From an optimization exercise on the open Yosys and OpenROAD flow, aimed at small area; shortcuts taken in it are not production practice. The RTL was checked by simulation tests, not by an equivalence proof against the original design. No activity file was given, so power comes from the tool's default toggle rates.

==> inputs of job 3534 <==
==> flow/design.v (excerpt) <==
module met_decim (
    input  wire        clk,
    input  wire        rst,         
    input  wire        bit_valid,
    input  wire        bit_in,
    input  wire [4:0]  sh1,
    input  wire [4:0]  sh2,
    input  wire [4:0]  sh3,
    output reg         out_valid,
    output wire [23:0] out_data,
    output wire        out_ovf,
    output wire        out_stuck
);
clock: 25.0 ns
lec_check: 0
cap_margin: 20
core_margin: 2
core_utilization: 40
cts_cluster_diameter: 100
cts_cluster_size: 30
slew_margin: 20
run.sh (not shown) runs the stock make flow with config.mk's settings and CLKGATE_MAP_FILE= SYNTH_SCRIPT=/design/flow/synth_recipe.tcl, a recipe that flattens the netlist after the stock synthesis.
==> inputs of job 9415, as changes to job 3534 <==
--- a/flow/design.v
+++ b/flow/design.v
@@ -201,28 +201,30 @@
             run      <= run_n;
             if (dec && bitpos[7:5] == 3'b111)
                 stk <= (run_n == 12'd2048);
         end
     end
     reg  [26:0] i1, i2, i3, i4, i5;
     reg         ivalid;
     wire [26:0] i1n, i2n, i3n, i4n, i5n;
-    met_radd #(27) u_i1 (.a(ivalid ? i1 : 27'd0), .b({{26{~bit_in}}, 1'b1}), .ci(1'b0), .s(i1n));
-    met_radd #(27) u_i2 (.a(ivalid ? i2 : 27'd0), .b(i1n), .ci(1'b0), .s(i2n));
-    met_radd #(27) u_i3 (.a(ivalid ? i3 : 27'd0), .b(i2n), .ci(1'b0), .s(i3n));
-    met_radd #(27) u_i4 (.a(ivalid ? i4 : 27'd0), .b(i3n), .ci(1'b0), .s(i4n));
-    met_radd #(27) u_i5 (.a(ivalid ? i5 : 27'd0), .b(i4n), .ci(1'b0), .s(i5n));
+    wire        bvr = bit_valid & ~rst;
+    wire [26:0] bv = {27{bvr}};
+    met_radd #(27) u_i1 (.a(ivalid ? i1 : 27'd0), .b({{26{bvr & ~bit_in}}, bvr}),
+                         .ci(1'b0), .s(i1n));
+    met_radd #(27) u_i2 (.a(ivalid ? i2 : 27'd0), .b(i1n & bv), .ci(1'b0), .s(i2n));
+    met_radd #(27) u_i3 (.a(ivalid ? i3 : 27'd0), .b(i2n & bv), .ci(1'b0), .s(i3n));
+    met_radd #(27) u_i4 (.a(ivalid ? i4 : 27'd0), .b(i3n & bv), .ci(1'b0), .s(i4n));
+    met_radd #(27) u_i5 (.a(ivalid ? i5 : 27'd0), .b(i4n & bv), .ci(1'b0), .s(i5n));
     always @(posedge clk) begin
         if (rst)
             ivalid <= 1'b0;
-        else if (bit_valid) begin
+        else if (bit_valid)
             ivalid <= 1'b1;
-            i1 <= i1n; i2 <= i2n; i3 <= i3n; i4 <= i4n; i5 <= i5n;
-        end
+        i1 <= i1n; i2 <= i2n; i3 <= i3n; i4 <= i4n; i5 <= i5n;
     end
     localparam [2:0] CS_IDLE = 3'd0, CS_WAIT = 3'd1, CS_COMB = 3'd2,
                      CS_SH = 3'd3, CS_RDY = 3'd4;
     reg  [2:0]  cst;
     reg  [26:0] cr [0:4];          
     reg  [2:0]  cpos;
     reg         cvalid;
     reg  [26:0] c;
@@ -237,44 +239,42 @@
     wire        sat1 = !(c[26:23] == 4'b0000 || c[26:23] == 4'b1111);
     wire [23:0] s1w  = sat1 ? {c[26], {23{~c[26]}}} : c[23:0];
     always @(posedge clk) begin
         for (n1 = 0; n1 < 4; n1 = n1 + 1)
             cr[n1] <= cr[n1+1];
         cr[4] <= comb_step ? c : cr[0];
     end
     reg  [23:0] orr [0:11];        
-    reg  [23:0] err [0:5];         
+    reg  [23:0] err [0:4];         
     reg  [3:0]  opos;
     reg  [2:0]  epos;
     reg  [3:0]  ocnt;
     reg  [2:0]  ecnt;
-    reg         ev_rdy;            
     reg         od_in;             
     wire        o_ok;
     wire        o_ins = (cst == CS_RDY) && codd && o_ok && (opos == 4'd0);
-    wire        e_ins = (cst == CS_RDY) && !codd && (epos == 3'd0);
+    wire        e_ins = (cst == CS_RDY) && !codd && (epos == 3'd0) && (ast == A_IDLE);
     always @(posedge clk) begin
         for (n2 = 0; n2 < 11; n2 = n2 + 1)
             orr[n2] <= orr[n2+1];
         orr[11] <= o_ins ? s1w : orr[0];
-        for (n2 = 0; n2 < 5; n2 = n2 + 1)
+        for (n2 = 0; n2 < 4; n2 = n2 + 1)
             err[n2] <= err[n2+1];
-        err[5] <= e_ins ? s1w : err[0];
+        err[4] <= e_ins ? s1w : err[0];
     end
     localparam [2:0] A_IDLE = 3'd0, A_ALIGN = 3'd1, A_RUN = 3'd2, A_STALL = 3'd3,
                      A_RND = 3'd4, A_XFER = 3'd5;
     reg  [2:0]  ast;
     reg  [41:0] a2;
     reg  [2:0]  aq;
     reg  [4:0]  f1age;             
     reg         w2;                
-    wire        c_load = (ast == A_IDLE) && ev_rdy && (epos == 3'd0);
     wire        a_busy = (ast == A_ALIGN) || (ast == A_RUN) || (ast == A_STALL);
-    assign      o_ok = a_busy ? !od_in : (ast == A_IDLE && ev_rdy);
+    assign      o_ok = a_busy && !od_in;
     wire [4:0]  f1age_n = sat1 ? 5'd0 : ((f1age == 5'd31) ? f1age : f1age + 5'd1);
     wire [3:0]  tap2 = od_in ? opos : opos - 4'd1;
     wire [2:0]  d2 = dig2(tap2, 3'd7 - aq);     
     wire        o_valid = (4'd11 - opos) < ocnt && (od_in || opos != 4'd0);
     wire [24:0] o_mag = !o_valid ? 25'd0 :
                         d2[1] ? {orr[0], 1'b0} : d2[0] ? {orr[0][23], orr[0]} : 25'd0;
     wire        a_run = (ast == A_RUN) && !o_ins;
     wire        a_neg = a_run & d2[2] & o_valid;
@@ -301,27 +301,28 @@
     wire        f2 = sat2 | sw2;
     wire [4:0]  f2age_n = f2 ? 5'd0 : ((f2age == 5'd31) ? f2age : f2age + 5'd1);
     wire [2:0]  dd = (pos3 >= jm) ? (pos3 - jm) : (pos3 + 3'd7 - jm);
     wire [5:0]  tt = {1'b0, dd, 2'b11} - {4'd0, r3};
     wire [2:0]  d3 = (tt > 6'd26) ? 3'b000 : dig3(tt[4:0], sq);
     wire        s_pass = (sst == S_PASS);
     wire        fresh = s_pass && (sq == 3'd0) && (s3first || (r3 == 2'd1 && dd == 3'd6));
     wire [41:0] k3 = (sh3 == 5'd0) ? 42'd0 : (42'd1 << (sh3 - 5'd1));
-    wire [41:0] m3 = !s_pass ? 42'd0 :
-                     d3[1] ? {s3[40:0], 1'b0} : d3[0] ? s3 : 42'd0;
+    wire        two3 = s_pass & d3[1];
+    wire        one3 = s_pass & d3[0];
+    wire [41:0] m3 = ({s3[40:0], 1'b0} & {42{two3}}) | (s3 & {42{one3}});
     wire        neg3 = s_pass & d3[2];
     wire [41:0] sum3;
     met_radd #(42) u_sadd (.a(fresh ? k3 : ar[0]), .b(m3 ^ {42{neg3}}), .ci(neg3), .s(sum3));
     always @(posedge clk) begin
         for (n3 = 0; n3 < 6; n3 = n3 + 1)
             ar[n3] <= ar[n3+1];
         ar[6] <= sum3;
     end
-    reg  [2:0]  oslot;
+    wire [2:0]  oslot = (jm == 3'd0) ? 3'd6 : jm - 3'd1;    
     assign out_data  = sat2 ? {s3[41], {23{~s3[41]}}} : s3[23:0];
     assign out_ovf   = sat2 | w3;
     assign out_stuck = stk;
     always @(posedge clk) begin
         if (rst) begin
             cst    <= CS_IDLE;
             cpos   <= 3'd0;
             cvalid <= 1'b0;
@@ -332,23 +333,22 @@
             ast    <= A_IDLE;
             f1age  <= 5'd31;
             sst    <= S_IDLE;
             pos3   <= 3'd0;
             r3     <= 2'd0;
             jm     <= 3'd0;
             s3first <= 1'b1;
             f2age  <= 5'd31;
-            ev_rdy <= 1'b0;
             od_in  <= 1'b0;
             out_valid <= 1'b0;
         end else begin
             cpos <= (cpos == 3'd4) ? 3'd0 : cpos + 3'd1;
             if (!o_ins) opos <= (opos == 4'd11) ? 4'd0 : opos + 4'd1;
-            if (!e_ins) epos <= (epos == 3'd5) ? 3'd0 : epos + 3'd1;
+            if (!e_ins) epos <= (epos == 3'd4) ? 3'd0 : epos + 3'd1;
             pos3 <= (pos3 == 3'd6) ? 3'd0 : pos3 + 3'd1;
             case (cst)
             CS_IDLE:
                 if (dec) begin
                     c    <= i5n;
                     codd <= bitpos[5];
                     cst  <= CS_WAIT;
                 end
@@ -373,34 +373,32 @@
                     cr_bit <= c[0];
                     ccnt   <= ccnt - 5'd1;
                 end else begin
                     c   <= csum;
                     cst <= CS_RDY;
                 end
             CS_RDY:
                 if (e_ins) begin
-                    if (ecnt != 3'd6) ecnt <= ecnt + 3'd1;
+                    if (ecnt != 3'd5) ecnt <= ecnt + 3'd1;
                     f1age <= f1age_n;
                     cst   <= CS_IDLE;
                 end else if (o_ins) begin
                     if (ocnt != 4'd12) ocnt <= ocnt + 4'd1;
                     f1age <= f1age_n;
                     w2    <= (f1age_n <= 5'd22);
                     cst   <= CS_IDLE;
                 end
             default: cst <= CS_IDLE;
             endcase
-            if (e_ins) ev_rdy <= 1'b1;
             if (o_ins) od_in <= 1'b1;
             case (ast)
             A_IDLE:
-                if (c_load) begin
-                    a2     <= (ecnt == 3'd6) ? {{18{err[0][23]}}, err[0]} : 42'd0;
-                    ev_rdy <= 1'b0;
+                if (e_ins) begin
+                    a2     <= (ecnt == 3'd5) ? {{18{err[0][23]}}, err[0]} : 42'd0;
                     ast    <= A_ALIGN;
                 end
             A_ALIGN:
                 if (opos == 4'd11) begin
                     aq  <= 3'd0;
                     ast <= A_RUN;
                 end
             A_RUN:
@@ -429,20 +427,17 @@
             S_IDLE:
                 if (ast == A_XFER) begin
                     s3   <= a2;
                     scnt <= sh2;
                     sw2  <= w2;
                     sst  <= S_SH;
                 end
             S_SH:
-                if (scnt >= 5'd4) begin
-                    s3   <= {{4{s3[41]}}, s3[41:4]};
-                    scnt <= scnt - 5'd4;
-                end else if (scnt != 5'd0) begin
+                if (scnt != 5'd0) begin
                     s3   <= {s3[41], s3[41:1]};
                     scnt <= scnt - 5'd1;
                 end else
                     sst <= S_SAT;
             S_SAT: begin
                 if (sat2) s3 <= {{19{s3[41]}}, {23{~s3[41]}}};
                 f2age <= f2age_n;
                 if (r3 == 2'd3) w3 <= (f2age_n <= 5'd26);
@@ -454,33 +449,29 @@
                     sst <= S_PASS;
                 end
             S_PASS:
                 if (pos3 == 3'd6) begin
                     s3 <= {s3[39:0], 2'b00};
                     sq <= sq + 3'd1;
                     if (sq == 3'd7) begin
                         sst     <= (r3 == 2'd3) ? S_OWAIT : S_IDLE;
-                        oslot   <= jm;
                         s3first <= 1'b0;
                         r3      <= r3 + 2'd1;
                         if (r3 == 2'd3) jm <= (jm == 3'd6) ? 3'd0 : jm + 3'd1;
                     end
                 end
             S_OWAIT:
                 if (pos3 == oslot) begin
                     s3   <= ar[0];
                     scnt <= sh3;
                     sst  <= S_OSH;
                 end
             S_OSH:
-                if (scnt >= 5'd4) begin
-                    s3   <= {{4{s3[41]}}, s3[41:4]};
-                    scnt <= scnt - 5'd4;
-                end else if (scnt != 5'd0) begin
+                if (scnt != 5'd0) begin
                     s3   <= {s3[41], s3[41:1]};
                     scnt <= scnt - 5'd1;
                 end else begin
                     out_valid <= 1'b1;
                     sst       <= S_IDLE;
                 end
             default: sst <= S_IDLE;
             endcase
==> inputs of job 641, as changes to job 3534 <==
--- a/flow/design.v
+++ b/flow/design.v
@@ -201,28 +201,30 @@
             run      <= run_n;
             if (dec && bitpos[7:5] == 3'b111)
                 stk <= (run_n == 12'd2048);
         end
     end
     reg  [26:0] i1, i2, i3, i4, i5;
     reg         ivalid;
     wire [26:0] i1n, i2n, i3n, i4n, i5n;
-    met_radd #(27) u_i1 (.a(ivalid ? i1 : 27'd0), .b({{26{~bit_in}}, 1'b1}), .ci(1'b0), .s(i1n));
-    met_radd #(27) u_i2 (.a(ivalid ? i2 : 27'd0), .b(i1n), .ci(1'b0), .s(i2n));
-    met_radd #(27) u_i3 (.a(ivalid ? i3 : 27'd0), .b(i2n), .ci(1'b0), .s(i3n));
-    met_radd #(27) u_i4 (.a(ivalid ? i4 : 27'd0), .b(i3n), .ci(1'b0), .s(i4n));
-    met_radd #(27) u_i5 (.a(ivalid ? i5 : 27'd0), .b(i4n), .ci(1'b0), .s(i5n));
+    wire        bvr = bit_valid & ~rst;
+    wire [26:0] bv = {27{bvr}};
+    met_radd #(27) u_i1 (.a(ivalid ? i1 : 27'd0), .b({{26{bvr & ~bit_in}}, bvr}),
+                         .ci(1'b0), .s(i1n));
+    met_radd #(27) u_i2 (.a(ivalid ? i2 : 27'd0), .b(i1n & bv), .ci(1'b0), .s(i2n));
+    met_radd #(27) u_i3 (.a(ivalid ? i3 : 27'd0), .b(i2n & bv), .ci(1'b0), .s(i3n));
+    met_radd #(27) u_i4 (.a(ivalid ? i4 : 27'd0), .b(i3n & bv), .ci(1'b0), .s(i4n));
+    met_radd #(27) u_i5 (.a(ivalid ? i5 : 27'd0), .b(i4n & bv), .ci(1'b0), .s(i5n));
     always @(posedge clk) begin
         if (rst)
             ivalid <= 1'b0;
-        else if (bit_valid) begin
+        else if (bit_valid)
             ivalid <= 1'b1;
-            i1 <= i1n; i2 <= i2n; i3 <= i3n; i4 <= i4n; i5 <= i5n;
-        end
+        i1 <= i1n; i2 <= i2n; i3 <= i3n; i4 <= i4n; i5 <= i5n;
     end
     localparam [2:0] CS_IDLE = 3'd0, CS_WAIT = 3'd1, CS_COMB = 3'd2,
                      CS_SH = 3'd3, CS_RDY = 3'd4;
     reg  [2:0]  cst;
     reg  [26:0] cr [0:4];          
     reg  [2:0]  cpos;
     reg         cvalid;
     reg  [26:0] c;
@@ -429,20 +431,17 @@
             S_IDLE:
                 if (ast == A_XFER) begin
                     s3   <= a2;
                     scnt <= sh2;
                     sw2  <= w2;
                     sst  <= S_SH;
                 end
             S_SH:
-                if (scnt >= 5'd4) begin
-                    s3   <= {{4{s3[41]}}, s3[41:4]};
-                    scnt <= scnt - 5'd4;
-                end else if (scnt != 5'd0) begin
+                if (scnt != 5'd0) begin
                     s3   <= {s3[41], s3[41:1]};
                     scnt <= scnt - 5'd1;
                 end else
                     sst <= S_SAT;
             S_SAT: begin
                 if (sat2) s3 <= {{19{s3[41]}}, {23{~s3[41]}}};
                 f2age <= f2age_n;
                 if (r3 == 2'd3) w3 <= (f2age_n <= 5'd26);
@@ -467,20 +466,17 @@
                 end
             S_OWAIT:
                 if (pos3 == oslot) begin
                     s3   <= ar[0];
                     scnt <= sh3;
                     sst  <= S_OSH;
                 end
             S_OSH:
-                if (scnt >= 5'd4) begin
-                    s3   <= {{4{s3[41]}}, s3[41:4]};
-                    scnt <= scnt - 5'd4;
-                end else if (scnt != 5'd0) begin
+                if (scnt != 5'd0) begin
                     s3   <= {s3[41], s3[41:1]};
                     scnt <= scnt - 5'd1;
                 end else begin
                     out_valid <= 1'b1;
                     sst       <= S_IDLE;
                 end
             default: sst <= S_IDLE;
             endcase
Settings changed: CORE_UTILIZATION 40 to 55.
==> inputs of job 3207, as changes to job 3534 <==
--- a/flow/design.v
+++ b/flow/design.v
@@ -201,28 +201,30 @@
             run      <= run_n;
             if (dec && bitpos[7:5] == 3'b111)
                 stk <= (run_n == 12'd2048);
         end
     end
     reg  [26:0] i1, i2, i3, i4, i5;
     reg         ivalid;
     wire [26:0] i1n, i2n, i3n, i4n, i5n;
-    met_radd #(27) u_i1 (.a(ivalid ? i1 : 27'd0), .b({{26{~bit_in}}, 1'b1}), .ci(1'b0), .s(i1n));
-    met_radd #(27) u_i2 (.a(ivalid ? i2 : 27'd0), .b(i1n), .ci(1'b0), .s(i2n));
-    met_radd #(27) u_i3 (.a(ivalid ? i3 : 27'd0), .b(i2n), .ci(1'b0), .s(i3n));
-    met_radd #(27) u_i4 (.a(ivalid ? i4 : 27'd0), .b(i3n), .ci(1'b0), .s(i4n));
-    met_radd #(27) u_i5 (.a(ivalid ? i5 : 27'd0), .b(i4n), .ci(1'b0), .s(i5n));
+    wire        bvr = bit_valid & ~rst;
+    wire [26:0] bv = {27{bvr}};
+    met_radd #(27) u_i1 (.a(ivalid ? i1 : 27'd0), .b({{26{bvr & ~bit_in}}, bvr}),
+                         .ci(1'b0), .s(i1n));
+    met_radd #(27) u_i2 (.a(ivalid ? i2 : 27'd0), .b(i1n & bv), .ci(1'b0), .s(i2n));
+    met_radd #(27) u_i3 (.a(ivalid ? i3 : 27'd0), .b(i2n & bv), .ci(1'b0), .s(i3n));
+    met_radd #(27) u_i4 (.a(ivalid ? i4 : 27'd0), .b(i3n & bv), .ci(1'b0), .s(i4n));
+    met_radd #(27) u_i5 (.a(ivalid ? i5 : 27'd0), .b(i4n & bv), .ci(1'b0), .s(i5n));
     always @(posedge clk) begin
         if (rst)
             ivalid <= 1'b0;
-        else if (bit_valid) begin
+        else if (bit_valid)
             ivalid <= 1'b1;
-            i1 <= i1n; i2 <= i2n; i3 <= i3n; i4 <= i4n; i5 <= i5n;
-        end
+        i1 <= i1n; i2 <= i2n; i3 <= i3n; i4 <= i4n; i5 <= i5n;
     end
     localparam [2:0] CS_IDLE = 3'd0, CS_WAIT = 3'd1, CS_COMB = 3'd2,
                      CS_SH = 3'd3, CS_RDY = 3'd4;
     reg  [2:0]  cst;
     reg  [26:0] cr [0:4];          
     reg  [2:0]  cpos;
     reg         cvalid;
     reg  [26:0] c;
@@ -429,20 +431,17 @@
             S_IDLE:
                 if (ast == A_XFER) begin
                     s3   <= a2;
                     scnt <= sh2;
                     sw2  <= w2;
                     sst  <= S_SH;
                 end
             S_SH:
-                if (scnt >= 5'd4) begin
-                    s3   <= {{4{s3[41]}}, s3[41:4]};
-                    scnt <= scnt - 5'd4;
-                end else if (scnt != 5'd0) begin
+                if (scnt != 5'd0) begin
                     s3   <= {s3[41], s3[41:1]};
                     scnt <= scnt - 5'd1;
                 end else
                     sst <= S_SAT;
             S_SAT: begin
                 if (sat2) s3 <= {{19{s3[41]}}, {23{~s3[41]}}};
                 f2age <= f2age_n;
                 if (r3 == 2'd3) w3 <= (f2age_n <= 5'd26);
@@ -467,20 +466,17 @@
                 end
             S_OWAIT:
                 if (pos3 == oslot) begin
                     s3   <= ar[0];
                     scnt <= sh3;
                     sst  <= S_OSH;
                 end
             S_OSH:
-                if (scnt >= 5'd4) begin
-                    s3   <= {{4{s3[41]}}, s3[41:4]};
-                    scnt <= scnt - 5'd4;
-                end else if (scnt != 5'd0) begin
+                if (scnt != 5'd0) begin
                     s3   <= {s3[41], s3[41:1]};
                     scnt <= scnt - 5'd1;
                 end else begin
                     out_valid <= 1'b1;
                     sst       <= S_IDLE;
                 end
             default: sst <= S_IDLE;
             endcase
Settings changed: CORE_UTILIZATION 40 to 65, CTS_CLUSTER_DIAMETER 100 to 80.
==> comparison table <==
Outcome: job 641 timing/DRC/antenna clean; job 3534 timing/DRC/antenna clean; job 9415 timing/DRC/antenna clean; job 3207 timing/DRC/antenna clean
Post-synth EDFFs: job 641 136; job 3534 271; job 9415 133; job 3207 136
Logic inverters: job 641 241; job 3534 203; job 9415 237; job 3207 241
Combinational group power: job 641 0.245 mW; job 3534 1.09 mW; job 9415 0.428 mW; job 3207 0.243 mW
Number of instances in the synthesized netlist: job 641 3679; job 3534 3714; job 9415 3739; job 3207 3679
Yosys reg bits: job 641 1203; job 3534 1203; job 9415 1175; job 3207 1203
Number of combinational gates with multiple inputs: job 641 2049; job 3534 2115; job 9415 2123; job 3207 2049
Register cell area after layout: job 641 25400 um^2; job 3534 26800 um^2; job 9415 24900 um^2; job 3207 25400 um^2
Wire length per cell: job 641 18.2 um; job 3534 16.9 um; job 9415 16.0 um; job 3207 19.1 um
Register clock-pin slew on the reported worst setup and hold paths: job 641 100 ps; job 3534 110 ps; job 9415 110 ps; job 3207 110 ps
Clock network contribution to total cell area: job 641 0.0329; job 3534 0.0342; job 9415 0.0322; job 3207 0.0365
Portion of total power attributed to sequential cells: job 641 0.627; job 3534 0.521; job 9415 0.601; job 3207 0.620
Detailed route wirelength on metal3: job 641 3.16 mm; job 3534 3.54 mm; job 9415 3.25 mm; job 3207 3.39 mm
Top routing layer used: job 641 met4; job 3534 met4; job 9415 met5; job 3207 met4
DRT Wirelength: job 641 85.6 mm; job 3534 87.4 mm; job 9415 81.8 mm; job 3207 86.4 mm
Post-Syn Area per Cell: job 641 11.6 um^2; job 3534 12.0 um^2; job 9415 11.5 um^2; job 3207 11.6 um^2

[port drivers added, routing unchanged]
The flow's constraints put no driver on any port. The routed layouts listed below were extracted and timed again, unchanged, in two steps. Step 1 sets driving cells, clkbuf_16 on the clock port and buf_2 on the other inputs (assumed; they add their load-dependent delay and slew). Step 2 times the ports against the registers' clock, not the clock port: input delays grow and output delays shrink by t, the midpoint of the rising clock arrivals with the driver on. a / b / c = no drivers / after step 1 / after step 2; a / b = the first two.
| run | t (ns) | setup slack, ns | worst hold slack (ns) | worst setup path after step 2 | slew at the worst register clock pin (ns) |
|---|---|---|---|---|---|
| job 3534 | 0.728 | 0.703 / 0.747 / 0.019 | 0.295 / 0.295 / 0.295 | input to register | 0.12 / 0.12 |
| job 9415 | 0.716 | 0.841 / 0.812 / 0.096 | 0.314 / 0.314 / 0.314 | input to register | 0.12 / 0.12 |
| job 641 | 0.704 | 0.783 / 0.823 / 0.119 | 0.312 / 0.312 / 0.312 | input to register | 0.12 / 0.12 |
| job 3207 | 0.696 | 0.829 / 0.867 / 0.171 | 0.313 / 0.313 / 0.313 | input to register | 0.11 / 0.11 |
After both steps every run listed still meets setup and hold. For job 9415, which loses most, drivers alone change the setup slack by -0.029 ns; drivers and shift together by -0.745 ns.
